From an optimization exercise on the open Yosys and OpenROAD flow, aimed at small area, a short achievable clock period and few clock cycles; shortcuts taken in it are not production practice. Only simulation tests tie the RTL to the original design; equivalence was not proved.

`design/flow/standard.sh`:
```
#!/bin/bash
# synth_recipe.tcl (not shown) runs the flow's synth.tcl, then flattens the netlist and writes it again
# the make line also repeats each setting of config.mk as NAME=value (left out here)
make -C /OpenROAD-flow-scripts/flow DESIGN_CONFIG=/design/flow/config.mk WORK_HOME=/design/flow/orfs CLKGATE_MAP_FILE= SYNTH_SCRIPT=/design/flow/synth_recipe.tcl "${@:-finish}"
```
`design/flow/constraint.sdc`:
```
create_clock -name core_clock -period 34.0 [get_ports {clk}]
set_input_delay 6.8000 -clock core_clock [delete_from_list [all_inputs] [get_ports {clk}]]
set_output_delay 6.8000 -clock core_clock [all_outputs]
set_load 0.01 [all_outputs]
```
`design/flow/design.v`:
```
module flush_cvt_penc #(parameter LG = 7, parameter MSB = 1) (
    input  wire [(1<<LG)-1:0] v,
    output wire [LG-1:0]      pos,
    output wire               any
);
    genvar l, i;
    generate
        for (l = 1; l <= LG; l = l + 1) begin : lv
            wire [(1<<(LG-l))-1:0]   vv;
            wire [(1<<(LG-l))*l-1:0] pp;
            for (i = 0; i < (1 << (LG - l)); i = i + 1) begin : nd
                if (l == 1) begin : leaf
                    assign vv[i] = v[2*i+1] | v[2*i];
                    assign pp[i] = MSB ? v[2*i+1] : ~v[2*i];
                end else begin : node
                    wire vh = lv[l-1].vv[2*i+1];
                    wire vl = lv[l-1].vv[2*i];
                    wire [l-2:0] ph = lv[l-1].pp[(2*i+1)*(l-1) +: (l-1)];
                    wire [l-2:0] pl = lv[l-1].pp[(2*i)*(l-1) +: (l-1)];
                    assign vv[i] = vh | vl;
                    if (MSB) begin : hi
                        assign pp[i*l +: l] = vh ? {1'b1, ph} : {1'b0, pl};
                    end else begin : lo
                        assign pp[i*l +: l] = vl ? {1'b0, pl} : {1'b1, ph};
                    end
                end
            end
        end
    endgenerate
    assign pos = lv[LG].pp;
    assign any = lv[LG].vv[0];
endmodule
module flush_cvt_fmt (
    input  wire [3:0]        fmt,
    output wire [9:0]        oh,        
    output wire              is_int,
    output wire              known,
    output wire [4:0]        pm1,       
    output wire signed [7:0] emin
);
    assign oh[0] = (fmt == 4'h0);
    assign oh[1] = (fmt == 4'h1);
    assign oh[2] = (fmt == 4'h2);
    assign oh[3] = (fmt == 4'h3);
    assign oh[4] = (fmt == 4'h4);
    assign oh[5] = (fmt == 4'h5);
    assign oh[6] = (fmt == 4'h6);
    assign oh[7] = (fmt == 4'hD);
    assign oh[8] = (fmt == 4'hE);
    assign oh[9] = (fmt == 4'hF);
    assign is_int = oh[0] | oh[1] | oh[2];
    assign known  = |oh;
    assign pm1  = ({5{oh[3] | oh[5]}} & 5'd3)  | ({5{oh[4] | oh[6]}} & 5'd2)
                | ({5{oh[7]}} & 5'd10) | ({5{oh[8]}} & 5'd7) | ({5{oh[9]}} & 5'd23);
    assign emin = ({8{oh[3]}} & -8'sd6) | ({8{oh[4] | oh[7]}} & -8'sd14)
                | ({8{oh[6]}} & -8'sd2) | ({8{oh[8] | oh[9]}} & -8'sd126);
endmodule
module flush_cvt_cout (
    input  wire [31:0] a,
    input  wire [31:0] b,
    input  wire        ci,
    output wire        co
);
    wire [31:0] g0 = (a & b) | {31'd0, (a[0] | b[0]) & ci};
    wire [31:0] p0 = a | b;
    genvar l, i;
    generate
        for (l = 1; l <= 5; l = l + 1) begin : lv
            wire [(32>>l)-1:0] g, p;
            for (i = 0; i < (32 >> l); i = i + 1) begin : nd
                if (l == 1) begin : leaf
                    assign g[i] = g0[2*i+1] | (p0[2*i+1] & g0[2*i]);
                    assign p[i] = p0[2*i+1] & p0[2*i];
                end else begin : node
                    assign g[i] = lv[l-1].g[2*i+1] | (lv[l-1].p[2*i+1] & lv[l-1].g[2*i]);
                    assign p[i] = lv[l-1].p[2*i+1] & lv[l-1].p[2*i];
                end
            end
        end
    endgenerate
    assign co = lv[5].g[0];
endmodule
module flush_cvt_inc (
    input  wire [31:0] a,
    input  wire        ci,
    output wire [31:0] s
);
    wire [32:0] t0 = {a, ci};            
    genvar l, i;
    generate
        for (l = 0; l < 6; l = l + 1) begin : lv
            wire [32:0] pa;              
            for (i = 0; i < 33; i = i + 1) begin : nd
                if (l == 0) begin : first
                    if (i % 2 == 1) begin : odd
                        assign pa[i] = t0[i] & t0[i-1];
                    end else begin : even
                        assign pa[i] = t0[i];
                    end
                end else begin : rest
                    if ((i >> l) % 2 == 1) begin : hi
                        assign pa[i] = lv[l-1].pa[i] & lv[l-1].pa[((i >> l) << l) - 1];
                    end else begin : keep
                        assign pa[i] = lv[l-1].pa[i];
                    end
                end
            end
        end
    endgenerate
    assign s = a ^ lv[5].pa[31:0];
endmodule
module flush_cvt_add7 (
    input  wire [6:0] a,
    input  wire [6:0] b,
    output wire [6:0] s
);
    wire [6:0] g0 = a & b;
    wire [6:0] p0 = a ^ b;
    wire [6:0] g1, p1;
    assign g1[0] = g0[0];                          assign p1[0] = p0[0];
    assign g1[1] = g0[1] | (p0[1] & g0[0]);        assign p1[1] = p0[1] & p0[0];
    assign g1[2] = g0[2];                          assign p1[2] = p0[2];
    assign g1[3] = g0[3] | (p0[3] & g0[2]);        assign p1[3] = p0[3] & p0[2];
    assign g1[4] = g0[4];                          assign p1[4] = p0[4];
    assign g1[5] = g0[5] | (p0[5] & g0[4]);        assign p1[5] = p0[5] & p0[4];
    assign g1[6] = g0[6];                          assign p1[6] = p0[6];
    wire [6:0] g2;
    assign g2[1:0] = g1[1:0];
    assign g2[2] = g1[2] | (p1[2] & g1[1]);
    assign g2[3] = g1[3] | (p1[3] & g1[1]);
    assign g2[5:4] = g1[5:4];
    assign g2[6] = g1[6] | (p1[6] & g1[5]);
    wire [6:0] p2;
    assign p2[4] = p1[4];
    assign p2[5] = p1[5];
    assign p2[6] = p1[6] & p1[5];
    wire [6:0] c;                                   
    assign c[3:0] = g2[3:0];
    assign c[4] = g2[4] | (p2[4] & g2[3]);
    assign c[5] = g2[5] | (p2[5] & g2[3]);
    assign c[6] = g2[6] | (p2[6] & g2[3]);
    assign s = p0 ^ {c[5:0], 1'b0};
endmodule
module flush_cvt_s1 (
    input  wire [94:0] x,          
    input  wire        neg,        
    input  wire [7:0]  level,
    input  wire [3:0]  fmt,
    output wire [63:0] win,        
    output wire        sticky,     
    output wire        hix,        
    output wire [8:0]  zexp        
);
    wire [9:0]         oh;
    wire               is_int, known;
    wire [4:0]         pm1;
    wire signed [7:0]  emin;
    flush_cvt_fmt u_fmt (.fmt(fmt), .oh(oh), .is_int(is_int), .known(known), .pm1(pm1),
                         .emin(emin));
    wire [6:0] q;
    wire       nz;
    flush_cvt_penc #(.LG(7), .MSB(1)) u_lead (.v({32'd0, x, neg}), .pos(q), .any(nz));
    wire [8:0] t    = 9'd80 - {level[7], level};
    wire [8:0] c_sb = {emin[7], emin} - {4'd0, pm1};                   
    wire [8:0] c_zb = 9'd32 - {emin[7], emin};                         
    wire [8:0] s_ls = t + (is_int ? 9'd0 : c_sb);
    wire [7:0] s_lc = s_ls[8] ? 8'd0 : (s_ls[7:0] > 8'd160) ? 8'd160 : s_ls[7:0];
    wire [6:0] s_nrm;                                                  
    flush_cvt_add7 u_add (.a(q), .b(7'd31 - {2'd0, pm1}), .s(s_nrm));
    wire [8:0] u    = t - c_zb;                                        
    wire [8:0] zb   = {2'd0, q} - u;
    wire       normal = nz & (u[8] | (~u[7] & (q > u[6:0])));
    wire       sel_l = is_int | ~normal;
    wire [7:0] s    = {sel_l & s_lc[7], sel_l ? s_lc[6:0] : s_nrm};
    assign hix = nz & (t[8] | (~t[7] & (q > t[6:0])));
    wire [318:0] t0 = {224'd0, x, {64{neg}}};
    wire [190:0] t7 = s[7] ? t0[128 +: 191] : t0[0 +: 191];
    wire [126:0] t6 = s[6] ? t7[64 +: 127]  : t7[0 +: 127];
    wire [94:0]  t5 = s[5] ? t6[32 +: 95]   : t6[0 +: 95];
    wire [78:0]  t4 = s[4] ? t5[16 +: 79]   : t5[0 +: 79];
    wire [70:0]  t3 = s[3] ? t4[8 +: 71]    : t4[0 +: 71];
    wire [66:0]  t2 = s[2] ? t3[4 +: 67]    : t3[0 +: 67];
    wire [64:0]  t1 = s[1] ? t2[2 +: 65]    : t2[0 +: 65];
    assign win      = s[0] ? t1[1 +: 64]    : t1[0 +: 64];
    wire d7 = s[7] & (neg ? ~(&x[63:0])   : (|x[63:0]));
    wire d6 = s[6] & (neg ? ~(&t7[63:0])  : (|t7[63:0]));
    wire d5 = s[5] & (neg ? ~(&t6[31:0])  : (|t6[31:0]));
    wire d4 = s[4] & (neg ? ~(&t5[15:0])  : (|t5[15:0]));
    wire d3 = s[3] & (neg ? ~(&t4[7:0])   : (|t4[7:0]));
    wire d2 = s[2] & (neg ? ~(&t3[3:0])   : (|t3[3:0]));
    wire d1 = s[1] & (neg ? ~(&t2[1:0])   : (|t2[1:0]));
    wire d0 = s[0] & (t1[0] ^ neg);
    assign sticky = d7 | d6 | d5 | d4 | d3 | d2 | d1 | d0;
    assign zexp = normal ? zb : 9'd0;
endmodule
module flush_cvt_s2 (
    input  wire [63:0] win,                 
    input  wire        neg,
    input  wire        sticky,
    input  wire        hix,
    input  wire [8:0]  zexp,
    input  wire [1:0]  tag,
    input  wire [3:0]  fmt,
    input  wire        sr,
    input  wire [31:0] rnd,
    output wire [31:0] data,
    output wire        overflow
);
    wire [9:0]         oh;
    wire               is_int, known;
    wire [4:0]         pm1;
    wire signed [7:0]  emin;
    flush_cvt_fmt u_fmt (.fmt(fmt), .oh(oh), .is_int(is_int), .known(known), .pm1(pm1),
                         .emin(emin));
    wire i4 = oh[0], i8 = oh[1], i32 = oh[2], e43 = oh[3], e52 = oh[4], e23 = oh[5],
         e32 = oh[6], h16 = oh[7], b16 = oh[8], s32 = oh[9];
    wire [31:0] n = win[63:32];             
    wire [31:0] f = win[31:0];
    wire        c = neg & ~sticky;          
    wire        inc_sr;
    flush_cvt_cout u_cout (.a(f), .b(rnd), .ci(c), .co(inc_sr));
    wire        f_lo1  = &f[30:0];
    wire        f_lo0  = ~|f[30:0];
    wire        inc_rn = c ? (f[31] | (f_lo1 & n[0]))
                           : (f[31] & (~f_lo0 | sticky | n[0]));
    wire        inc    = sr ? inc_sr : inc_rn;
    wire [31:0] zenc = ({32{e43 | e23}} & {25'd0, zexp[3:0], n[2:0]})
                     | ({32{e52 | e32}} & {25'd0, zexp[4:0], n[1:0]})
                     | ({32{h16}}       & {17'd0, zexp[4:0], n[9:0]})
                     | ({32{b16}}       & {17'd0, zexp[7:0], n[6:0]})
                     | ({32{s32}}       & {1'd0,  zexp[7:0], n[22:0]});
    wire ones2  = &n[1:0];
    wire ones3  = &n[2:0];
    wire ones7  = &n[6:0];
    wire ones10 = &n[9:0];
    wire ones23 = &n[22:0];
    wire e_gt   = (e23 & (zexp > 9'd3))  | (e32 & (zexp > 9'd7))  | (e43 & (zexp > 9'd15))
                | ((e52 | h16) & (zexp > 9'd30)) | ((b16 | s32) & (zexp > 9'd254));
    wire e_eq   = (e23 & (zexp == 9'd3)) | (e32 & (zexp == 9'd7)) | (e43 & (zexp == 9'd15))
                | ((e52 | h16) & (zexp == 9'd30)) | ((b16 | s32) & (zexp == 9'd254));
    wire m_max  = (e43 & (n[2:0] == 3'b110)) | ((e52 | e32) & ones2) | (e23 & ones3)
                | (h16 & ones10) | (b16 & ones7) | (s32 & ones23);
    wire m_big  = e43 & ones3;               
    wire fovf   = e_gt | (e_eq & (m_big | (m_max & inc)));
    wire [31:0] maxenc = ({32{e43}} & 32'h7E) | ({32{e52}} & 32'h7B) | ({32{e23 | e32}} & 32'h1F)
                       | ({32{h16}} & 32'h7BFF) | ({32{b16}} & 32'h7F7F) | ({32{s32}} & 32'h7F7F_FFFF);
    wire [31:0] signbit = ({32{e43 | e52}} & 32'h80) | ({32{e23 | e32}} & 32'h20)
                        | ({32{h16 | b16}} & 32'h8000) | ({32{s32}} & 32'h8000_0000);
    wire up_p  = i4 ? (|n[31:3])  : i8 ? (|n[31:7])  : n[31];    
    wire up_n  = i4 ? (|n[31:4])  : i8 ? (|n[31:8])  : 1'b0;     
    wire top_n = i4 ? n[3]        : i8 ? n[7]        : n[31];    
    wire lo1   = i4 ? ones3       : i8 ? ones7       : (&n[30:0]);
    wire lo0   = i4 ? ~(|n[2:0])  : i8 ? ~(|n[6:0])  : ~(|n[30:0]);
    wire iovf  = hix | (neg ? (up_n | (top_n & (~lo0 | inc)))
                            : (up_p | (lo1 & inc)));
    wire [31:0] imax = ({32{i4}} & 32'h7) | ({32{i8}} & 32'h7F) | ({32{i32}} & 32'h7FFF_FFFF);
    wire [31:0] imin = ({32{i4}} & 32'h8) | ({32{i8}} & 32'h80) | ({32{i32}} & 32'h8000_0000);
    wire [31:0] wmask = ({32{i4}} & 32'hF) | ({32{i8}} & 32'hFF) | {32{i32}};
    wire [31:0] add_a = is_int ? (n ^ {32{neg}}) : zenc;
    wire        add_c = is_int ? (inc ^ neg) : inc;
    wire [31:0] sum;
    flush_cvt_inc u_inc (.a(add_a), .ci(add_c), .s(sum));
    wire t_pinf = (tag == 2'd1), t_ninf = (tag == 2'd2), t_nan = (tag == 2'd3);
    wire [31:0] fp_inf = ({32{e43}} & 32'h7E) | ({32{e52}} & 32'h7C) | ({32{e23 | e32}} & 32'h1F)
                       | ({32{h16}} & 32'h7C00) | ({32{b16}} & 32'h7F80) | ({32{s32}} & 32'h7F80_0000);
    wire [31:0] fp_nan = ({32{e43}} & 32'h7F) | ({32{e52}} & 32'h7E)
                       | ({32{h16}} & 32'h7E00) | ({32{b16}} & 32'h7FC0) | ({32{s32}} & 32'h7FC0_0000);
    wire [31:0] d_spec = t_nan ? fp_nan
                       : is_int ? (t_pinf ? imax : imin)
                       : (fp_inf | (t_ninf ? signbit : 32'd0));
    wire        o_spec = is_int | e23 | e32 | (e43 & ~t_nan);
    wire [31:0] d_int = iovf ? (neg ? imin : imax) : (sum & wmask);
    wire [31:0] d_fp  = (fovf ? maxenc : sum) | (neg ? signbit : 32'd0);
    wire        spec  = t_pinf | t_ninf | t_nan;
    assign data     = ~known ? 32'd0 : spec ? d_spec : is_int ? d_int : d_fp;
    assign overflow = known & (spec ? o_spec : (is_int ? iovf : fovf));
endmodule
module flush_cvt_core (
    input  wire [95:0] acc,
    input  wire [1:0]  tag,
    input  wire [7:0]  level,
    input  wire [3:0]  fmt,
    input  wire        sr,
    input  wire [31:0] rnd,
    output wire [31:0] data,
    output wire        overflow
);
    wire [63:0] win;
    wire        neg, sticky, hix;
    wire [8:0]  zexp;
    assign neg = acc[95];
    flush_cvt_s1 u_s1 (.x(acc[94:0] ^ {95{neg}}), .neg(neg), .level(level), .fmt(fmt),
                       .win(win), .sticky(sticky), .hix(hix), .zexp(zexp));
    flush_cvt_s2 u_s2 (.win(win), .neg(neg), .sticky(sticky), .hix(hix),
                       .zexp(zexp), .tag(tag), .fmt(fmt), .sr(sr), .rnd(rnd),
                       .data(data), .overflow(overflow));
endmodule
module flush_cvt (
    input  wire        clk,
    input  wire        rst,
    input  wire        in_valid,
    output wire        in_ready,
    input  wire [95:0] in_acc,
    input  wire [1:0]  in_tag,
    input  wire [7:0]  in_level,
    input  wire [3:0]  in_fmt,
    input  wire        in_sr,
    input  wire [31:0] in_rand,
    output reg         out_valid,
    output reg  [31:0] out_data,
    output reg         out_overflow
);
    assign in_ready = 1'b1;
    reg        v1;
    reg [94:0] x1;         
    reg        neg1;       
    reg [1:0]  tag1;
    reg [7:0]  level1;
    reg [3:0]  fmt1;
    reg        sr1;
    reg [31:0] rnd1;
    always @(posedge clk) begin
        if (rst) v1 <= 1'b0;
        else     v1 <= in_valid;
        x1     <= in_acc[94:0] ^ {95{in_acc[95]}};
        neg1   <= in_acc[95];
        tag1   <= in_tag;
        level1 <= in_level;
        fmt1   <= in_fmt;
        sr1    <= in_sr;
        rnd1   <= in_rand;
    end
    wire [63:0] win;
    wire        sticky, hix;
    wire [8:0]  zexp;
    flush_cvt_s1 u_s1 (.x(x1), .neg(neg1), .level(level1), .fmt(fmt1), .win(win),
                       .sticky(sticky), .hix(hix), .zexp(zexp));
    reg        v2;
    reg [63:0] win2;
    reg        neg2, sticky2, hix2;
    reg [8:0]  zexp2;
    reg [1:0]  tag2;
    reg [3:0]  fmt2;
    reg        sr2;
    reg [31:0] rnd2;
    always @(posedge clk) begin
        if (rst) v2 <= 1'b0;
        else     v2 <= v1;
        win2    <= win;
        neg2    <= neg1;
        sticky2 <= sticky;
        hix2    <= hix;
        zexp2   <= zexp;
        tag2    <= tag1;
        fmt2    <= fmt1;
        sr2     <= sr1;
        rnd2    <= rnd1;
    end
    wire [31:0] data;
    wire        overflow;
    flush_cvt_s2 u_s2 (.win(win2), .neg(neg2), .sticky(sticky2), .hix(hix2),
                       .zexp(zexp2), .tag(tag2), .fmt(fmt2), .sr(sr2), .rnd(rnd2),
                       .data(data), .overflow(overflow));
    always @(posedge clk) begin
        if (rst) out_valid <= 1'b0;
        else     out_valid <= v2;
        out_data     <= data;
        out_overflow <= overflow;
    end
endmodule
```
`design/flow/flow/run.sh`:
```
#!/bin/bash
# Standard layout (standard.sh, the standard flow's own ORFS run) with these changes:
#  - synthesis maps with flow/area.abc (ABC's &nf mapper) instead of ORFS's
#    ABC script; the rest of synthesis is synth_recipe.tcl unchanged, so the
#    registers and their names are those of the standard synthesis;
#  - ports are buffered with buf_1 cells instead of clkdlybuf4s50_1;
#  - clock tree: larger sink clusters driven by clkbuf_8, no dummy loads;
#  - timing repair aims for setup slack above SETUP_SLACK_MARGIN.
# make's output goes to make.log here; ORFS keeps each step's log under
# orfs/logs/.
set -euo pipefail
HERE=$(pwd)
export MY_ABC_SCRIPT=$HERE/flow/area.abc
export FLOW_SYNTH_TCL=$HERE/synth_recipe.tcl
bash standard.sh finish SYNTH_SCRIPT=$HERE/flow/synth.tcl \
  SETUP_SLACK_MARGIN=26.2 \
  "BUFFER_PORTS_ARGS=-buffer_cell sky130_fd_sc_hd__buf_1" \
  "CTS_ARGS=-sink_clustering_enable -repair_clock_nets -dont_use_dummy_load -root_buf sky130_fd_sc_hd__clkbuf_16 -buf_list sky130_fd_sc_hd__clkbuf_8 -sink_clustering_size 16 -sink_clustering_max_diameter 60" \
  > make.log 2>&1
```
`design/flow/config.mk`:
```
export PLATFORM = sky130hd
export DESIGN_NAME = flush_cvt
export DESIGN_NICKNAME = flush_cvt
export VERILOG_FILES = /design/flow/design.v
export SDC_FILE = /design/flow/constraint.sdc
export NUM_CORES = 4
export LEC_CHECK = 0
export CAP_MARGIN = 20
export CORE_MARGIN = 2
export CORE_UTILIZATION = 60
export PLACE_DENSITY = 0.75
export SLEW_MARGIN = 20
```
`design/flow/flow/synth.tcl`:
```
# synth_recipe.tcl, with the liberty mapping done by our ABC script.
proc abc {args} {
  set i [lsearch -exact $args -script]
  if {$i >= 0} { set args [lreplace $args $i [expr {$i + 1}]] }
  set j [lsearch -exact $args -D]
  if {$j >= 0} { set args [lreplace $args $j [expr {$j + 1}]] }
  yosys abc -script $::env(MY_ABC_SCRIPT) {*}$args
}
source $::env(FLOW_SYNTH_TCL)
```
`design/flow/flow/area.abc`:
```
strash
&get -n
&fraig -x
&put
scorr
dc2
strash
&get -n
&dch -f
&nf -R 1000
&put
```
==> metrics.md, run 1 <==
| Metric | Value |
|---|---|
| Cts bufs inserted | `26` |
| Outcome | `complete, no violations` |
| Via/cell ratio | `6.60` |
| DRT Wirelength | `63400 um` |
| Critical path type | `reg2reg` |
| Seq cells post-synth | `294` |
| Avg WL per Cell | `22.1 um` |
| Min-delay worst type | `reg2reg` |
| Placed inst area | `0.0196 mm^2` |
| All-Layer GR Usage | `38.1%` |
| Routed wl met2 | `29200 um` |
| CP most frequent cell | `or3_4` |
| Total die area | `0.0316 mm^2` |
| Cts hold-fix bufs | `0` |
| Final Slew Violations | `0` |
| Minimum clock period | `7900 ps` |
| Die Y | `178 um` |
| Endpoints failing setup | `0` |
| Port bufs | `179` |
| DP Wirelength | `46700 um` |
| Hold Violations, Final | `0` |
| Reg2Reg Setup Slack | `26100 ps` |
| Hold Path Stages | `0` |
| Clock Path Buffers | `3` |
| CP top delay family | `simple AND/OR/NAND/NOR gates` |
| Clock Root Buffer | `clkbuf_16` |
| 1st-iter DRT viols | `2382` |
| Synth Instances | `2207` |
| Synth cell types | `61` |
| TritonCTS clock tree | `done` |
| GP Congestion | `1.04` |
| Ports | `181` |
| Met1 wire length | `23900 um` |
| Largest net degree at the start of global routing | `92` |
| Max_cap viols | `0` |
| Initial cell density of the core | `61.1%` |
| Max Used Layer | `met4` |
| Fin cells | `2868` |
| Worst slew pin tran | `1220 ps` |
| Clk slew on worst S/H paths | `90 ps` |
| CP required | `34400 ps` |
| Final net count | `2682` |
| CP endpoint kind | `register` |
| RSZ-0062 raised after global routing | `true` |
| Syn Area/Cell | `8.20 um^2` |
| Async SR Flop Fraction | `0%` |
| Post-layout instance area | `0.0212 mm^2` |
| Share of layout cells above drive strength 1 | `10.3%` |
| Skew-Pair Late Insertion Delay | `540 ps` |
| First-pass GRT wire length | `95000 um` |
| Post-route ant nets | `0` |
| Worst Hold Launch | `rnd1[15]$_DFF_P_` |
| Core area | `0.0296 mm^2` |
| Critical path buffers and inverters | `1` |
| Yosys synthesis warning count | `1` |
| Sequential fraction of the synthesis area | `32.5%` |
| Reg2Reg Launch Point | `sticky2$_DFF_P_` |
| Placed insts | `2802` |
| Overflow after GRT | `0` |
| Commonest non-fill, non-tap cell in the layout | `dfxtp_1` |
| Crit start category | `register` |
| Clk_skew | `53.3 ps` |
| Most frequent cells in the layout | `275 x dfxtp_1, 266 x nor2_1, 258 x mux2i_1, 202 x nand2_1, 182 x a21oi_1` |
| Number of global-route vias before repair | `17.8k` |
| Crit share post-route | `23.2%` |
| Reg-to-Reg End | `out_data[31]$_SDFF_PN0_` |
| Antenna diode instance count | `0` |
| P&R area growth vs syn | `17.0%` |
| DRC Markers | `0` |
| DRT Pass-1 Iters | `9` |
| Antenna violations before repair | `0` |
| R2R cell count | `40` |
| TNS Setup | `0 ps` |
| Wire length on met3 | `5790 um` |
| Crit Path Max Fanout | `4` |
| # rows | `63` |
| Fin util | `71.5%` |
| Hold worst-path end | `rnd2[15]$_DFF_P_` |
| Fmax | `0.127 GHz` |
| Post-synth top flop | `dfxtp_1` |
| Max stage delay on crit path | `370 ps` |
| Slowest-stage cell, CP | `dfxtp_4` |
| Mapped Area | `0.0181 mm^2` |
| Syn nets | `2409` |
| Routed vias | `18.9k` |
| Critical Path AT | `8300 ps` |
| Relative slew slack | `18.7%` |
| Number of flops mapped to enable cells by yosys | `0` |
| Die W | `178 um` |
| Clock sinks | `294` |
| H-tree Lvls | `1` |
logic make-up after synthesis:
logic type / synth area share, %
multiplexers: 15.9
adder cells (fa/ha/maj): 4.16
buffers and inverters: 1.12
AND/OR/NAND/NOR: 20.5
flip-flops: 32.5
other: 0.0207
AO/OA/AOI/OAI: 19.2
XOR/XNOR: 6.63
cell type report:
class                           instances  area, um^2
Sequential cell                       294        5920
Multi-Input combinational cell       1866       12800
Inverter                               52         200
Tap cell                              390         488
Fill cell                            2415        8450
Clock buffer                           26         392
Timing Repair Buffer                  240        1430
Yosys cell counts, drive strengths merged, types with 22 or more instances:
master  number  area [um^2]
a21oi      218         1090
a221oi      22          193
a31oi       65          407
clkinv      52          195
dfxtp      294         5890
ha          49          613
mux2        23          259
mux2i      262         2620
nand2      207          777
nand2b      25          156
nand3       60          300
nand4       52          325
nor2       274         1030
nor3        49          245
nor4        53          332
o21ai      133          666
o22ai       34          213
xnor2       33          289
xor2       104          911
metal layers:
metal	GRT usage, %	up-vias
met2	64.8	1138
met3	6.38	316
met4	22.0	0
met1	45.3	8709
met5	0	-
li1	-	8774
worst max-delay path by stage:
stage	start	endpoint	slack, ps	depth (start not counted)
after global placement	neg2$_DFF_P_	out_data[31]$_SDFF_PN0_	25120	40
after detailed placement	neg2$_DFF_P_	out_data[31]$_SDFF_PN0_	24830	40
after floorplan	x1[34]$_DFF_P_	sticky2$_DFF_P_	25580	41
final	sticky2$_DFF_P_	out_data[31]$_SDFF_PN0_	26100	40
after global routing	sticky2$_DFF_P_	out_data[31]$_SDFF_PN0_	25750	40
after CTS	neg2$_DFF_P_	out_data[31]$_SDFF_PN0_	26090	40
through the flow:
| stage | setup slack (ps) | hold slack (ps) |
|---|---|---|
| 3_5_place_dp | 24830 | 312 |
| 4_1_cts | 26090 | 309 |
| 3_3_place_gp | 25120 | 310 |
| 6_report | 26100 | 313 |
| 2_1_floorplan | 25580 | 310 |
| 5_1_grt | 25750 | 300 |
sequential cells by signal, summed over array words and instances (netlist names), 2 cells and up:
signal / count
level1: 8
out_data: 32
fmt1: 4
win2: 64
fmt2: 4
zexp2: 9
tag1: 2
tag2: 2
x1: 95
rnd2: 32
rnd1: 32
timing repair:
| action | in CTS | in global routing |
|---|---|---|
| gates cloned | 5 | 6 |
| setup buffers | 7 | 22 |
| endpoints found under the hold margin | 0 | 0 |
| endpoints found under the setup margin | 159 | 95 |
| pin swaps | 14 | 20 |
| resized for setup | 75 | 146 |
Testbench counts, summed over its fixed seeds: cycles 16,024.
==> inputs of run 2 (changes only) <==
==> design/flow/flow/area.abc (replaced) <==
strash
&get -n
&fraig -x
&put
scorr
dc2
strash
&get -n
&dch -f
&nf -R 20
&put
==> run 2 against run 1 <==
Net effect:
- design area fell by 0.93%
- maximum frequency rose by 1.6%
- sequential share of layout area rose by 0.17 points
- largest cell class unchanged
==> metrics.md, run 2 <==
| Metric | Value |
|---|---|
| Crit Path Max Fanout | `1 (-3)` |
| Worst Hold Launch | `rnd1[11]$_DFF_P_` |
| Max FFs per register | `95 (unchanged)` |
| Synth cell types | `63 (+3.3%)` |
| Core area | `0.0298 mm^2 (+0.53%)` |
| Multi-input gate area in the final layout | `0.0126 mm^2 (-1.1%)` |
| Number of flops mapped to enable cells by yosys | `0 (unchanged)` |
| Critical path buffers and inverters | `1 (unchanged)` |
| Reg2Reg Launch Point | `x1[6]$_DFF_P_` |
| Initial cell density of the core | `61.2% (+0.067 points)` |
| Count leader, synth | `dfxtp_1` |
| H-tree Lvls | `1 (unchanged)` |
| Endpoints failing setup | `0 (unchanged)` |
| Routed vias | `19.0k (+0.23%)` |
| Relative slew slack | `26.9% (+8.2 points)` |
| RSZ-0062 raised after global routing | `true` |
| Largest net degree at the start of global routing | `94 (+2.2%)` |
| Top cell type's share of synthesized area | `32.3% (-0.21 points)` |
| Placed insts | `2806 (+0.14%)` |
| Skew-Pair Late Insertion Delay | `540 ps (about the same)` |
| Min-delay worst type | `reg2reg` |
| Sequential fraction of the synthesis area | `32.3% (-0.21 points)` |
| Antenna diode instance count | `0 (unchanged)` |
| Final net count | `2675 (-0.26%)` |
| Seq cells post-synth | `294 (unchanged)` |
| Port bufs | `179 (unchanged)` |
| GP Congestion | `1.07 (+2.9%)` |
| Ranking of synthesized cells by area | `dfxtp_1 32%, mux2i_1 14%, nand2_1 5.2%, nor2_1 5.1%, a21oi_1 5.1%` |
| Fillers | `2439 (+0.99%)` |
| Ports | `181 (unchanged)` |
| Final Slew Violations | `0 (unchanged)` |
| Fin util | `70.4% (-1.0 points)` |
| Outcome | `complete, no violations` |
| Syn Area/Cell | `8.23 um^2 (+0.32%)` |
| Most frequent cells in the layout | `285 x dfxtp_1, 258 x mux2i_1, 253 x nand2_1, 246 x nor2_1, 173 x a21oi_1` |
| Share of layout cells above drive strength 1 | `7.65% (-2.6 points)` |
| Cts hold-fix bufs | `0 (unchanged)` |
| P&R area growth vs syn | `15.2%` |
| Clk slew on worst S/H paths | `80 ps (about the same)` |
| Die W | `178 um (+0.31%)` |
| TritonCTS clock tree | `done` |
| Slowest-stage cell, CP | `dfxtp_1` |
| Hold Violations, Final | `0 (unchanged)` |
| Max stage delay on crit path | `320 ps (-50 ps)` |
| Minimum clock period | `7780 ps (-128 ps)` |
| Avg WL per Cell | `22.0 um (-0.67%)` |
| Commonest non-fill, non-tap cell in the layout | `dfxtp_1` |
| Sequential cell area | `0.00590 mm^2 (-0.34%)` |
| Fin cells | `2861 (-0.24%)` |
| Clock Path Buffers | `3 (unchanged)` |
| DRT Pass-1 Iters | `9 (unchanged)` |
| DRC Markers | `0 (unchanged)` |
| Die Y | `178 um (+0.31%)` |
| Syn nets | `2416 (+0.29%)` |
| Reg-to-Reg End | `sticky2$_DFF_P_` |
| TNS Setup | `0 ps (unchanged)` |
| Top flop regs | `x1: 95 flops, win2: 64 flops` |
| CP top delay family | `flip-flops` |
| Mapped Area | `0.0182 mm^2 (+0.64%)` |
| Crit share post-route | `22.9% (-0.38 points)` |
| Setup crit start | `out_valid$_SDFF_PP0_` |
| DP Wirelength | `46100 um (-1.3%)` |
| Total die area | `0.0318 mm^2 (+0.63%)` |
| Overflow after GRT | `0 (unchanged)` |
| Fmax | `0.129 GHz (+1.6%)` |
| Crit start category | `register` |
| Via/cell ratio | `6.63 (+0.48%)` |
| Critical Path AT | `980 ps (-7320 ps)` |
| Max_cap viols | `0 (unchanged)` |
| Largest register by flop count | `x1` |
| First-pass GRT wire length | `92900 um (-2.2%)` |
| Hold Path Stages | `0 (unchanged)` |
| DRT Wirelength | `62800 um (-0.92%)` |
| Critical path type | `reg2out` |
| Post-route ant nets | `0 (unchanged)` |
| CP required | `27200 ps (-7200 ps)` |
| Hold worst-path end | `rnd2[11]$_DFF_P_` |
| Worst slew pin tran | `1100 ps (-121 ps)` |
| Post-synth top flop | `dfxtp_1` |
| Clock sinks | `294 (unchanged)` |
| # rows | `63 (unchanged)` |
| Clk_skew | `75.0 ps (+21.7 ps)` |
| All-Layer GR Usage | `37.1% (-1.0 points)` |
| WP depth | `1 (-98%)` |
| Crit-path cells | `buf_2` |
| 1st-iter DRT viols | `2157 (-9.4%)` |
| Yosys synthesis warning count | `1 (unchanged)` |
| Synth Instances | `2214 (+0.32%)` |
| CP endpoint kind | `output pin` |
| Number of global-route vias before repair | `17.6k (-0.64%)` |
| Antenna violations before repair | `1 (+1)` |
| Clock Root Buffer | `clkbuf_16` |
| R2R cell count | `32 (-20%)` |
| Yosys top cell by area | `dfxtp_1` |
| Async SR Flop Fraction | `0% (unchanged)` |
| Cts bufs inserted | `28 (+7.7%)` |
| Most frequent cells after synthesis | `294 x dfxtp_1, 260 x mux2i_1, 254 x nand2_1` |
| Reg2Reg Setup Slack | `26340 ps (+240 ps)` |
-- run 2: cell count changes after synthesis, sizes merged, moves of 6 or more --
cell	delta
a31oi	-14
nand3	-9
a22oi	+16
a21oi	-33
nand2b	-8
nand2	+47
or4	+6
o21ai	+7
nor2	-24
o211ai	+6
mux2	+6
-- run 2: cell type report --
cell class	count	share of cell area, %
tap	390	2.33
inverter	52	0.936
timing repair buffer	227	6.53
clock buffer	28	2.00
sequential	294	28.1
multi-input combinational	1870	60.1
-- run 2: worst max path at each step --
stage                               to
4_1_cts        out_data[31]$_SDFF_PN0_
3_3_place_gp   out_data[31]$_SDFF_PN0_
2_1_floorplan          sticky2$_DFF_P_
3_5_place_dp   out_data[31]$_SDFF_PN0_
5_1_grt                sticky2$_DFF_P_
6_report                     out_valid
-- run 2: logic make-up (layout without fill, tap and decap cells) --
kind of cell	Yosys count	after routing	synth area share [%]
multiplexers	289	289	16.1
AND/OR/NAND/NOR	810	811	20.6
adder cells (fa/ha/maj)	56	56	4.13
other	1	1	0.0206
XOR/XNOR	134	134	6.44
AO/OA/AOI/OAI	577	579	19.3
flip-flops	294	294	32.3
buffers and inverters	53	307	1.11
-- run 2: metrics by stage --
stage               worst slack, ps  hold slack, ps  area [um^2]
global route                  26130             336        21000
CTS                           26030             333        20200
floorplan                     25440             310        18300
global placement              25340             310        19700
finish                        26220             331        21000
detailed placement            25240             312        19700
-- run 2: layer usage --
layer	vias up	track usage, %	share of wire, %
li1	8780	-	-
met1	8692	44.4	38
met2	1181	63.0	46
met3	328	5.97	9.3
met4	0	21.4	7.1
met5	-	0	0
-- run 2: repair_timing --
item,4_1_cts,5_1_grt
setup buffers,4,10
setup endpoints to repair,140,100
gates resized for setup,24,121
gates cloned,0,13
pin swaps,1,15
==> inputs of run 3 (changes only) <==
==> design/flow/flow/area.abc (replaced) <==
strash
&get -n
&fraig -x
&put
scorr
dc2
strash
&get -n
&dch -f
&nf
&put
==> run 3 against run 2 <==
Net effect:
- still clean
- maximum frequency hardly changed
- via count fell by 4.3%
- global-route usage decreased by 3.3 points
- area after synthesis is 1.6% higher
- worst hold slack lost 4.9 ps
- largest cell class unchanged
- highest routed layer unchanged
==> metrics.md, run 3 <==
| Metric | Value |
|---|---|
| Outcome | `complete, no violations` |
| Syn Area/Cell | `8.60 um^2 (+4.5%)` |
| DRC Markers | `0 (unchanged)` |
| Yosys synthesis warning count | `1 (unchanged)` |
| Post-synthesis compound-gate area fraction | `19.1% (-0.22 points)` |
| Via/cell ratio | `6.52 (-1.7%)` |
| Most frequent cells in the layout | `321 x mux2i_1, 289 x dfxtp_1, 211 x nand2_1, 196 x nor2_1, 164 x buf_1` |
| Crit-path cells | `buf_2` |
| First-pass GRT wire length | `89600 um (-3.5%)` |
| H-tree Lvls | `1 (unchanged)` |
| Clock sinks | `294 (unchanged)` |
| Reg2Reg Setup Slack | `26510 ps (+170 ps)` |
| Mapped Area | `0.0185 mm^2 (+1.6%)` |
| Reg2Reg Launch Point | `fmt1[3]$_DFF_P_` |
| Critical path buffers and inverters | `1 (unchanged)` |
| Clk_skew | `61.3 ps (-13.7 ps)` |
| Endpoints failing setup | `0 (unchanged)` |
| TNS Setup | `0 ps (unchanged)` |
| CP endpoint kind | `output pin` |
| Relative slew slack | `29.7% (+2.8 points)` |
| Number of global-route vias before repair | `16.5k (-6.3%)` |
| CP required | `27200 ps (about the same)` |
| All-Layer GR Usage | `33.8% (-3.3 points)` |
| Top flop regs | `x1: 95 flops, win2: 64 flops` |
| Synth cell types | `68 (+7.9%)` |
| Worst Hold Launch | `tag1[0]$_DFF_P_` |
| DP Wirelength | `44400 um (-3.7%)` |
| Hold Violations, Final | `0 (unchanged)` |
| Crit share post-route | `22.9% (about the same)` |
| Avg WL per Cell | `20.7 um (-5.6%)` |
| Cts bufs inserted | `25 (-11%)` |
| Reg-to-Reg End | `sticky2$_DFF_P_` |
| Routed vias | `18.2k (-4.3%)` |
| Clk slew on worst S/H paths | `100 ps (+20 ps)` |
| # rows | `64 (+1.6%)` |
| Antenna diode instance count | `0 (unchanged)` |
| Post-Synth XOR/XNOR Area | `6.39% (-0.055 points)` |
| Skew-Pair Late Insertion Delay | `520 ps (-20 ps)` |
| Final net count | `2594 (-3.0%)` |
| Post-synthesis adder-cell area fraction | `4.07% (-0.065 points)` |
| Max_cap viols | `0 (unchanged)` |
| 1st-iter DRT viols | `2228 (+3.3%)` |
| Crit start category | `register` |
| Ranking of synthesized cells by area | `dfxtp_1 32%, mux2i_1 18%, xor2_1 5.1%, nand2_1 4.3%, a21oi_1 4.0%` |
| Most frequent cells after synthesis | `325 x mux2i_1, 294 x dfxtp_1, 213 x nand2_1` |
| Post-route ant nets | `0 (unchanged)` |
| Post-synthesis mux area share | `19.2% (+3.1 points)` |
| Top cell type's share of synthesized area | `31.8% (-0.51 points)` |
| DRT Wirelength | `57800 um (-8.1%)` |
| Number of flops mapped to enable cells by yosys | `0 (unchanged)` |
| Critical Path AT | `970 ps (about the same)` |
| Synth Instances | `2152 (-2.8%)` |
| Largest net degree at the start of global routing | `99 (+5.3%)` |
| Fmax | `0.129 GHz (about the same)` |
| RSZ-0062 raised after global routing | `true` |
| Yosys top cell by area | `dfxtp_1` |
| Antenna violations before repair | `1 (unchanged)` |
| Minimum clock period | `7770 ps (-0.900 ps)` |
| Total die area | `0.0323 mm^2 (+1.6%)` |
| Syn nets | `2354 (-2.6%)` |
| Clock Path Buffers | `3 (unchanged)` |
| Die Y | `180 um (+0.78%)` |
| P&R area growth vs syn | `11.7%` |
| Critical path type | `reg2out` |
| Async SR Flop Fraction | `0% (unchanged)` |
| Commonest non-fill, non-tap cell in the layout | `mux2i_1` |
| Main combinational cell family by area after synthesis | `multiplexers` |
| Hold Path Stages | `0 (unchanged)` |
| Largest register by flop count | `x1` |
| Ports | `181 (unchanged)` |
| TritonCTS clock tree | `done` |
| Crit Path Max Fanout | `1 (unchanged)` |
| DRT Pass-1 Iters | `8 (-1)` |
| Port bufs | `179 (unchanged)` |
| Die W | `180 um (+0.78%)` |
| Final Slew Violations | `0 (unchanged)` |
| GP Congestion | `1.03 (-3.6%)` |
| Slowest-stage cell, CP | `dfxtp_2` |
| Min-delay worst type | `reg2reg` |
| R2R cell count | `30 (-6.3%)` |
| Worst slew pin tran | `1050 ps (-42.4 ps)` |
| Max FFs per register | `95 (unchanged)` |
| Core area | `0.0305 mm^2 (+2.4%)` |
| Max stage delay on crit path | `330 ps (about the same)` |
| Post-synth top flop | `dfxtp_1` |
| Initial cell density of the core | `60.7% (-0.47 points)` |
| Post-Synth Simple-Gate Area | `18.4% (-2.3 points)` |
| Hold worst-path end | `tag2[0]$_DFF_P_` |
| Seq cells post-synth | `294 (unchanged)` |
| Share of layout cells above drive strength 1 | `5.02% (-2.6 points)` |
| Clock Root Buffer | `clkbuf_16` |
| Overflow after GRT | `0 (unchanged)` |
| CP top delay family | `flip-flops` |
| Cts hold-fix bufs | `0 (unchanged)` |
| Sequential fraction of the synthesis area | `31.8% (-0.51 points)` |
| Count leader, synth | `mux2i_1` |
## run 3: changes by cell type in the layout (fill, tap and decap cells not counted), moves of 10 or more
cell / delta
a31oi_1: -24
a22oi_1: +15
nor2_1: -50
nand3_1: -14
a21oi_1: -24
o21ai_0: -23
o21a_1: +12
buf_1: +13
o211ai_1: +13
mux2i_1: +63
a21oi_2: -10
nand2_1: -42
## run 3: routing by layer
metal | GRT usage (%) | share of wire (%) | up-vias
met5 | 0 | 0 | -
met4 | 13.5 | 4.4 | 0
met3 | 5.06 | 9.1 | 164
met2 | 51.5 | 43 | 995
met1 | 48.0 | 43 | 8393
li1 | - | - | 8612
## run 3: how the worst max path moves through the flow
stage                             from              end  slack, ps  depth (start not counted)
2_1_floorplan           x1[33]$_DFF_P_  sticky2$_DFF_P_      23990                         32
4_1_cts                 x1[89]$_DFF_P_  sticky2$_DFF_P_      26050                         25
5_1_grt                fmt1[3]$_DFF_P_  sticky2$_DFF_P_      26060                         28
3_3_place_gp                in_acc[95]   x1[87]$_DFF_P_      25650                          3
6_report       out_data[23]$_SDFF_PN0_     out_data[23]      26230                          1
3_5_place_dp                in_acc[95]   x1[89]$_DFF_P_      25570                          3
## run 3: cells by family after synthesis
logic type	after synthesis
and+or+nand+nor	713
muxes	352
AOI/OAI and AO/OA	548
other	1
buffers and inverters	53
xor gates and xnor gates	135
DFF	294
adders and majority gates	56
## run 3: repair_timing
item                                    CTS  global route
cloned                                    0             2
pin swaps                                 0             4
endpoints found under the setup margin  134            82
setup buffers                             0            10
resized for setup                         6            53
## run 3: area by class of cell
| class | instances | area, um^2 |
|---|---|---|
| flip-flops and latches | 294 | 5890 |
| well taps | 396 | 495 |
| multi-input cells | 1806 | 12700 |
| clock buffers | 25 | 378 |
| inverters | 52 | 195 |
| repair buffers | 213 | 1030 |
| fillers | 2639 | 9840 |
## run 3: per-stage QoR
step / setup slack [ps] / hold slack, ps / area [um^2] / instances / utilization, %
global route: 26060 / 339 / 20700 / 2786 / 67.8
floorplan: 23990 / 310 / 18600 / 2152 / -
CTS: 26050 / 328 / 20400 / 2774 / 66.8
detailed placement: 25570 / 312 / 20000 / 2749 / 65.5
global placement: 25650 / 311 / 20000 / 2749 / 65.5
finish: 26230 / 326 / 20700 / 2786 / 67.8
==> inputs of run 4 (changes only) <==
--- a/design/flow/flow/run.sh
+++ b/design/flow/flow/run.sh
@@ -13,7 +13,7 @@
 export MY_ABC_SCRIPT=$HERE/flow/area.abc
 export FLOW_SYNTH_TCL=$HERE/synth_recipe.tcl
 bash standard.sh finish SYNTH_SCRIPT=$HERE/flow/synth.tcl \
-  SETUP_SLACK_MARGIN=26.2 \
+  SETUP_SLACK_MARGIN=26.05 \
   "BUFFER_PORTS_ARGS=-buffer_cell sky130_fd_sc_hd__buf_1" \
   "CTS_ARGS=-sink_clustering_enable -repair_clock_nets -dont_use_dummy_load -root_buf sky130_fd_sc_hd__clkbuf_16 -buf_list sky130_fd_sc_hd__clkbuf_8 -sink_clustering_size 16 -sink_clustering_max_diameter 60" \
   > make.log 2>&1
==> design/flow/flow/area.abc (replaced) <==
strash
&get -n
&fraig -x
&put
scorr
dc2
strash
&get -n
&dch -f
&nf -R 1000
&put
==> run 4 against run 3 <==
Net effect:
- critical path depth is 41 higher
- clock skew is 21 ps higher
- synthesized cell count is 2.6% higher
- utilization is 2.5 points higher
- critical path type is now reg2reg
- sequential share of layout area is 0.11 points lower
- clock-buffer cell count is 1 higher
- still clean on timing, DRC and antenna
- largest cell class unchanged
==> metrics.md, run 4 <==
| Metric | Value |
|---|---|
| DRT Wirelength | `60800 um (+5.3%)` |
| TNS Setup | `0 ps (unchanged)` |
| H-tree Lvls | `1 (unchanged)` |
| Most frequent cells in the layout | `287 x dfxtp_1, 265 x nor2_1, 257 x mux2i_1, 203 x nand2_1, 186 x a21oi_1` |
| DP Wirelength | `45900 um (+3.5%)` |
| Avg WL per Cell | `21.3 um (+2.5%)` |
| Fillers | `2498 (-5.3%)` |
| Clock Path Buffers | `3 (unchanged)` |
| Crit share post-route | `23.2% (+0.35 points)` |
| Top cell type's share of synthesized area | `32.5% (+0.72 points)` |
| CP endpoint kind | `register` |
| Overflow after GRT | `0 (unchanged)` |
| Via/cell ratio | `6.51 (-0.15%)` |
| Sequential cell area | `0.00591 mm^2 (+0.30%)` |
| Max FFs per register | `95 (unchanged)` |
| Crit Path Max Fanout | `24 (+23)` |
| Relative slew slack | `24.4% (-5.3 points)` |
| P&R area growth vs syn | `15.0%` |
| Final Slew Violations | `0 (unchanged)` |
| 1st-iter DRT viols | `2251 (+1.0%)` |
| Worst slew pin tran | `1120 ps (+68.6 ps)` |
| Post-route ant nets | `0 (unchanged)` |
| Total die area | `0.0316 mm^2 (-2.2%)` |
| Worst Slack Setup Final | `26110 ps (-119 ps)` |
| Commonest non-fill, non-tap cell in the layout | `dfxtp_1` |
| Routed vias | `18.6k (+2.5%)` |
| Die Y | `178 um (-1.1%)` |
| Skew-Pair Late Insertion Delay | `540 ps (+20 ps)` |
| Seq cells post-synth | `294 (unchanged)` |
| Fmax | `0.127 GHz (-1.5%)` |
| Syn Area/Cell | `8.20 um^2 (-4.6%)` |
| Clk_skew | `82.1 ps (+20.7 ps)` |
| Number of flops mapped to enable cells by yosys | `0 (unchanged)` |
| Ranking of synthesized cells by area | `dfxtp_1 33%, mux2i_1 14%, a21oi_1 6.0%, nor2_1 5.7%, xor2_1 5.0%` |
| Yosys synthesis warning count | `1 (unchanged)` |
| Clk slew on worst S/H paths | `100 ps (about the same)` |
| Syn nets | `2409 (+2.3%)` |
| Placed insts | `2798 (+1.8%)` |
| Top flop regs | `x1: 95 flops, win2: 64 flops` |
| TritonCTS clock tree | `done` |
| Fin util | `70.2% (+2.5 points)` |
| Endpoints failing setup | `0 (unchanged)` |
| # rows | `63 (-1.6%)` |
| Cts hold-fix bufs | `0 (unchanged)` |
| Clock sinks | `294 (unchanged)` |
| Largest net degree at the start of global routing | `92 (-7.1%)` |
| Post-synth top flop | `dfxtp_1` |
| Critical Path AT | `8330 ps (+7360 ps)` |
| Count leader, synth | `dfxtp_1` |
| Port bufs | `179 (unchanged)` |
| Mapped Area | `0.0181 mm^2 (-2.2%)` |
| Hold Violations, Final | `0 (unchanged)` |
| Die W | `178 um (-1.1%)` |
| Most frequent cells after synthesis | `294 x dfxtp_1, 274 x nor2_1, 262 x mux2i_1` |
| Min-delay worst type | `reg2reg` |
| Initial cell density of the core | `61.1% (+0.40 points)` |
| Setup WS pre-CTS | `24760 ps (-814 ps)` |
| DRT Pass-1 Iters | `8 (unchanged)` |
| Crit start category | `register` |
| Async SR Flop Fraction | `0% (unchanged)` |
| Outcome | `complete, no violations` |
| Critical path type | `reg2reg` |
| Number of global-route vias before repair | `17.0k (+3.0%)` |
| Fin cells | `2861 (+2.7%)` |
| Synth cell types | `61 (-10%)` |
| Max stage delay on crit path | `480 ps (+150 ps)` |
| Share of layout cells above drive strength 1 | `7.69% (+2.7 points)` |
| RSZ-0062 raised after global routing | `true` |
| Ports | `181 (unchanged)` |
| All-Layer GR Usage | `36.5% (+2.7 points)` |
| Multi-input gate area in the final layout | `0.0126 mm^2 (-0.68%)` |
| Clock Root Buffer | `clkbuf_16` |
| Antenna violations before repair | `0 (-1)` |
| GP Congestion | `1.08 (+4.3%)` |
| CP required | `34440 ps (+7240 ps)` |
| Synth Instances | `2207 (+2.6%)` |
| DRC Markers | `0 (unchanged)` |
| Largest register by flop count | `x1` |
| Slowest-stage cell, CP | `or4_4` |
| Core area | `0.0296 mm^2 (-2.9%)` |
| Minimum clock period | `7890 ps (+119 ps)` |
| First-pass GRT wire length | `91300 um (+1.8%)` |
| Yosys top cell by area | `dfxtp_1` |
| Antenna diode instance count | `0 (unchanged)` |
| Final net count | `2675 (+3.1%)` |
| Sequential fraction of the synthesis area | `32.5% (+0.72 points)` |
| Max_cap viols | `0 (unchanged)` |
| WHS | `331 ps (+4.60 ps)` |
| Cts bufs inserted | `26 (+4.0%)` |
## run 4: cell count changes after synthesis, sizes merged, moves of 6 or more
cell    previous run  this run
mux2i            325       262
nand3             35        60
nand2            213       207
a31oi             27        65
a211oi            16         9
o21a              17         6
o21ai            113       133
nor2             198       274
nand2b            14        25
o211ai            33        14
a22oi             40         9
a21oi            149       218
## run 4: logic make-up after synthesis
kind of cell    count (synthesis)  synth area share, %
fa+ha+maj                      56                 4.16
simple gates                  798                 20.5
flops                         294                 32.5
buf+inv                        53                 1.12
xor+xnor                      137                 6.63
compound gates                583                 19.2
other cells                     1               0.0207
mux                           285                 15.9
## run 4: worst max-delay path: cells and delay by family, from the launching register on
kind / cells / cell delay, ps
AOI/OAI and AO/OA: 13 / 2310
DFF: 1 / 400
muxes: 4 / 1140
adders and majority gates: 1 / 240
buffers and inverters: 3 / 430
and+or+nand+nor: 21 / 3240
## run 4: metrics by stage
stage	area, um^2
2_1_floorplan	18200
3_3_place_gp	19600
3_5_place_dp	19600
4_1_cts	20300
5_1_grt	20800
6_report	20800
## run 4: worst paths after layout
| path | start | endpoint | slack (ps) | depth (start not counted) |
|---|---|---|---|---|
| setup / recovery | x1[34]$_DFF_P_ | sticky2$_DFF_P_ | 26110 | 42 |
| hold / removal | rnd1[7]$_DFF_P_ | rnd2[7]$_DFF_P_ | 330 | 0 |
| setup reg to reg | x1[34]$_DFF_P_ | sticky2$_DFF_P_ | 26110 | 42 |
| hold reg to reg | rnd1[7]$_DFF_P_ | rnd2[7]$_DFF_P_ | 330 | 0 |
## run 4: layout make-up
type | count | area share [%]
Clock buffer | 26 | 1.88
Inverter | 52 | 0.962
Multi-Input combinational cell | 1863 | 60.5
Sequential cell | 294 | 28.4
Tap cell | 390 | 2.34
Timing Repair Buffer | 236 | 5.92
## run 4: what timing repair did
item,in CTS,in global routing
gates cloned,1,4
resized for setup,47,78
pin swaps,8,19
setup endpoints to repair,72,125
buffers inserted,12,20
## run 4: per-layer routing
layer / vias to the layer above / routed length (um) / GRT usage [%]
li1: 8762 / - / -
met1: 8500 / 23800 / 45.1
met2: 1090 / 27400 / 59.7
met3: 273 / 5480 / 6.45
met4: 0 / 4090 / 20.8
met5: - / 0 / 0
==> inputs of run 5 (changes only) <==
--- a/design/flow/design.v
+++ b/design/flow/design.v
@@ -61,7 +61,7 @@
     input  wire        ci,
     output wire        co
 );
-    wire [31:0] g0 = (a & b) | {31'd0, (a[0] | b[0]) & ci};
+    wire [31:0] g0 = a & b;
     wire [31:0] p0 = a | b;
     genvar l, i;
     generate
@@ -78,24 +78,23 @@
             end
         end
     endgenerate
-    assign co = lv[5].g[0];
+    assign co = lv[5].g[0] | (lv[5].p[0] & ci);
 endmodule
 module flush_cvt_inc (
     input  wire [31:0] a,
     input  wire        ci,
     output wire [31:0] s
 );
-    wire [32:0] t0 = {a, ci};            
     genvar l, i;
     generate
-        for (l = 0; l < 6; l = l + 1) begin : lv
-            wire [32:0] pa;              
-            for (i = 0; i < 33; i = i + 1) begin : nd
+        for (l = 0; l < 5; l = l + 1) begin : lv
+            wire [31:0] pa;              
+            for (i = 0; i < 32; i = i + 1) begin : nd
                 if (l == 0) begin : first
                     if (i % 2 == 1) begin : odd
-                        assign pa[i] = t0[i] & t0[i-1];
+                        assign pa[i] = a[i] & a[i-1];
                     end else begin : even
-                        assign pa[i] = t0[i];
+                        assign pa[i] = a[i];
                     end
                 end else begin : rest
                     if ((i >> l) % 2 == 1) begin : hi
@@ -107,7 +106,7 @@
             end
         end
     endgenerate
-    assign s = a ^ lv[5].pa[31:0];
+    assign s = a ^ ({lv[4].pa[30:0], 1'b1} & {32{ci}});
 endmodule
 module flush_cvt_add7 (
     input  wire [6:0] a,
--- a/design/flow/flow/run.sh
+++ b/design/flow/flow/run.sh
@@ -13,7 +13,7 @@
 export MY_ABC_SCRIPT=$HERE/flow/area.abc
 export FLOW_SYNTH_TCL=$HERE/synth_recipe.tcl
 bash standard.sh finish SYNTH_SCRIPT=$HERE/flow/synth.tcl \
-  SETUP_SLACK_MARGIN=26.05 \
+  SETUP_SLACK_MARGIN=26.2 \
   "BUFFER_PORTS_ARGS=-buffer_cell sky130_fd_sc_hd__buf_1" \
   "CTS_ARGS=-sink_clustering_enable -repair_clock_nets -dont_use_dummy_load -root_buf sky130_fd_sc_hd__clkbuf_16 -buf_list sky130_fd_sc_hd__clkbuf_8 -sink_clustering_size 16 -sink_clustering_max_diameter 60" \
   > make.log 2>&1
==> design/flow/flow/area.abc (replaced) <==
strash
&get -n
&fraig -x
&put
scorr
dc2
strash
&get -n
&dch -f
&nf
&put
topo
stime -c
buffer -c
upsize -c
dnsize -c
==> run 5 against run 4 <==
Net effect:
- flip-flop and latch count unchanged
- via count up 3.3%
- utilization down 1.9 points
- synthesized cell count up 5.3%
- critical path type is now reg2out
- highest routed layer unchanged
==> metrics.md, run 5 <==
| Metric | Value |
|---|---|
| Yosys top cell by area | `dfxtp_1` |
| Port bufs | `179 (unchanged)` |
| Largest register by flop count | `x1` |
| TNS Setup | `0 ps (unchanged)` |
| Endpoints failing setup | `0 (unchanged)` |
| Synth cell types | `75 (+23%)` |
| Max_cap viols | `0 (unchanged)` |
| Minimum clock period | `7790 ps (-102 ps)` |
| Critical path buffers and inverters | `1 (-2)` |
| Max FFs per register | `95 (unchanged)` |
| Avg WL per Cell | `24.2 um (+14%)` |
| Top flop regs | `x1: 95 flops, win2: 64 flops` |
| Synth Instances | `2325 (+5.3%)` |
| Yosys synthesis warning count | `1 (unchanged)` |
| Cts bufs inserted | `27 (+3.8%)` |
| WP depth | `1 (-98%)` |
| Min-delay worst type | `reg2reg` |
| Hold Violations, Final | `0 (unchanged)` |
| RSZ-0062 raised after global routing | `true` |
| Async SR Flop Fraction | `0% (unchanged)` |
| Outcome | `complete, no violations` |
| Crit share post-route | `22.9% (-0.30 points)` |
| DRC Markers | `0 (unchanged)` |
| Most frequent cells after synthesis | `294 x dfxtp_1, 292 x mux2i_1, 238 x nor2_1` |
| Largest net degree at the start of global routing | `106 (+15%)` |
| Overflow after GRT | `0 (unchanged)` |
| Most frequent cells in the layout | `288 x mux2i_1, 283 x dfxtp_1, 232 x nor2_1, 203 x nand2_1, 164 x a21oi_1` |
| Crit-path cells | `buf_6` |
| Fmax | `0.128 GHz (+1.3%)` |
| Slowest-stage cell, CP | `dfxtp_2` |
| Number of flops mapped to enable cells by yosys | `0 (unchanged)` |
| Hold Path Stages | `0 (unchanged)` |
| Post-route ant nets | `0 (unchanged)` |
| DRT Pass-1 Iters | `8 (unchanged)` |
| TritonCTS clock tree | `done` |
| Antenna diode instance count | `0 (unchanged)` |
| Via/cell ratio | `6.76 (+3.8%)` |
| Crit Path Max Fanout | `1 (-96%)` |
| Syn Area/Cell | `8.03 um^2 (-2.1%)` |
| Routed vias | `19.2k (+3.3%)` |
| CP endpoint kind | `output pin` |
| Clk_skew | `69.5 ps (-12.5 ps)` |
| GP Congestion | `1.06 (-1.3%)` |
| H-tree Lvls | `1 (unchanged)` |
| # rows | `64 (+1.6%)` |
| R2R cell count | `29 (-31%)` |
| Clock Path Buffers | `3 (unchanged)` |
| Antenna violations before repair | `0 (unchanged)` |
| First-pass GRT wire length | `99600 um (+9.1%)` |
| Max stage delay on crit path | `340 ps (-140 ps)` |
| Clock Root Buffer | `clkbuf_16` |
| Share of layout cells above drive strength 1 | `9.47% (+1.8 points)` |
| 1st-iter DRT viols | `2582 (+15%)` |
| DRT Wirelength | `68800 um (+13%)` |
| Die W | `180 um (+1.5%)` |
| Critical path type | `reg2out` |
| Initial cell density of the core | `61.0% (-0.071 points)` |
| Die Y | `180 um (+1.5%)` |
| Top cell type's share of synthesized area | `31.5% (-0.97 points)` |
| CP required | `27200 ps (-7240 ps)` |
| All-Layer GR Usage | `38.6% (+2.1 points)` |
| Critical Path AT | `990 ps (-7340 ps)` |
| Clock sinks | `294 (unchanged)` |
| Total die area | `0.0325 mm^2 (+3.0%)` |
| Relative slew slack | `27.7% (+3.3 points)` |
| Number of global-route vias before repair | `17.9k (+5.3%)` |
| Post-synth top flop | `dfxtp_1` |
| Final Slew Violations | `0 (unchanged)` |
| Clk slew on worst S/H paths | `90 ps (about the same)` |
| Ranking of synthesized cells by area | `dfxtp_1 32%, mux2i_1 16%, a21oi_1 5.1%, xor2_1 4.8%, nor2_1 4.8%` |
| Worst slew pin tran | `1080 ps (-38.9 ps)` |
| Final net count | `2651 (-0.90%)` |
| P&R area growth vs syn | `11.9%` |
| Crit start category | `register` |
| Syn nets | `2523 (+4.7%)` |
| Mapped Area | `0.0187 mm^2 (+3.1%)` |
| Seq cells post-synth | `294 (unchanged)` |
| Sequential fraction of the synthesis area | `31.5% (-0.97 points)` |
| Commonest non-fill, non-tap cell in the layout | `mux2i_1` |
| DP Wirelength | `50500 um (+10%)` |
| Core area | `0.0306 mm^2 (+3.2%)` |
| Ports | `181 (unchanged)` |
| Skew-Pair Late Insertion Delay | `540 ps (about the same)` |
| CP top delay family | `flip-flops` |
| Count leader, synth | `dfxtp_1` |
==> run 5: cell families after synthesis <==
family | Yosys count | synth area share [%]
compound gates | 578 | 18.9
simple gates | 770 | 19.5
fa+ha+maj | 52 | 3.77
mux | 295 | 15.8
buf+inv | 201 | 4.07
xor+xnor | 134 | 6.29
other cells | 1 | 0.0201
flops | 294 | 31.5
==> run 5: path summary, 6_finish.rpt <==
check | start | to | slack [ps]
setup reg to reg | rnd2[1]$_DFF_P_ | out_data[31]$_SDFF_PN0_ | 26410
hold reg to reg | rnd1[17]$_DFF_P_ | rnd2[17]$_DFF_P_ | 290
hold / removal | rnd1[17]$_DFF_P_ | rnd2[17]$_DFF_P_ | 290
setup / recovery | out_data[27]$_SDFF_PN0_ | out_data[27] | 26210
==> run 5: per-layer routing <==
metal | GRT usage (%) | part of all wire, % | vias to the layer above
li1 | - | - | 8711
met1 | 46.3 | 37 | 8918
met2 | 65.3 | 46 | 1277
met3 | 6.29 | 9.5 | 333
met4 | 22.5 | 7.5 | 0
met5 | 0 | 0 | -
==> run 5: timing repair <==
action,4_1_cts,5_1_grt
setup endpoints to repair,143,83
gates resized for setup,65,82
buffers inserted,5,28
hold buffers,0,0
cloned,0,11
pin swaps,6,22
==> run 5: layout make-up <==
class	count	area, um^2
Inverter	56	210
Clock buffer	27	405
Timing Repair Buffer	238	1360
Sequential cell	294	5900
Multi-Input combinational cell	1836	12500
Tap cell	396	495
Fill cell	2505	9700
==> run 5: per-stage QoR <==
| step | setup slack (ps) | area [um^2] | cells | hold slack (ps) | util (%) |
|---|---|---|---|---|---|
| 2_1_floorplan | 26330 | 18700 | 2325 | 310 | - |
| 6_report | 26210 | 20900 | 2847 | 292 | 68.3 |
| 4_1_cts | 26200 | 20200 | 2808 | 290 | 66.0 |
| 3_3_place_gp | 24590 | 19500 | 2776 | 309 | 63.8 |
| 5_1_grt | 25980 | 20900 | 2847 | 279 | 68.3 |
| 3_5_place_dp | 24460 | 19500 | 2776 | 312 | 63.8 |
Testbench counts of run 5, summed over its fixed seeds: cycles 16,024.

==> what the ideal ports hide <==
In the flow no input, the clock included, has a driving cell. The finished layouts below were timed again as built, in two steps.
Step 1, drivers: a clkbuf_16 drives clk and a buf_2 each remaining input, both assumed.
Step 2 moves the port delays by t, midway between the first and last clock arrival at a register: inputs arrive t later, outputs are due t later. That takes back most of the time a late clock gives input paths.
a / b / c = ideal ports / drivers / drivers and shift; a / b = the first two.
run | t (ns) | setup slack, ns | hold WS [ns] | latest minus earliest clock arrival (ns)
run 1 | 0.565 | 26.097 / 26.097 / 25.769 | 0.313 / 0.313 / 0.313 | 0.054 / 0.053
run 2 | 0.556 | 26.225 / 26.173 / 25.763 | 0.331 / 0.331 / 0.331 | 0.075 / 0.075
run 3 | 0.548 | 26.226 / 26.170 / 25.813 | 0.326 / 0.326 / 0.326 | 0.069 / 0.069
run 4 | 0.557 | 26.106 / 26.106 / 25.760 | 0.331 / 0.331 / 0.331 | 0.082 / 0.082
run 5 | 0.563 | 26.209 / 26.153 / 25.793 | 0.292 / 0.292 / 0.292 | 0.069 / 0.070
After both steps every run listed still meets setup and hold. The setup slack of run 2, which loses most, moves by -0.052 ns with the drivers and by -0.462 ns with both steps.
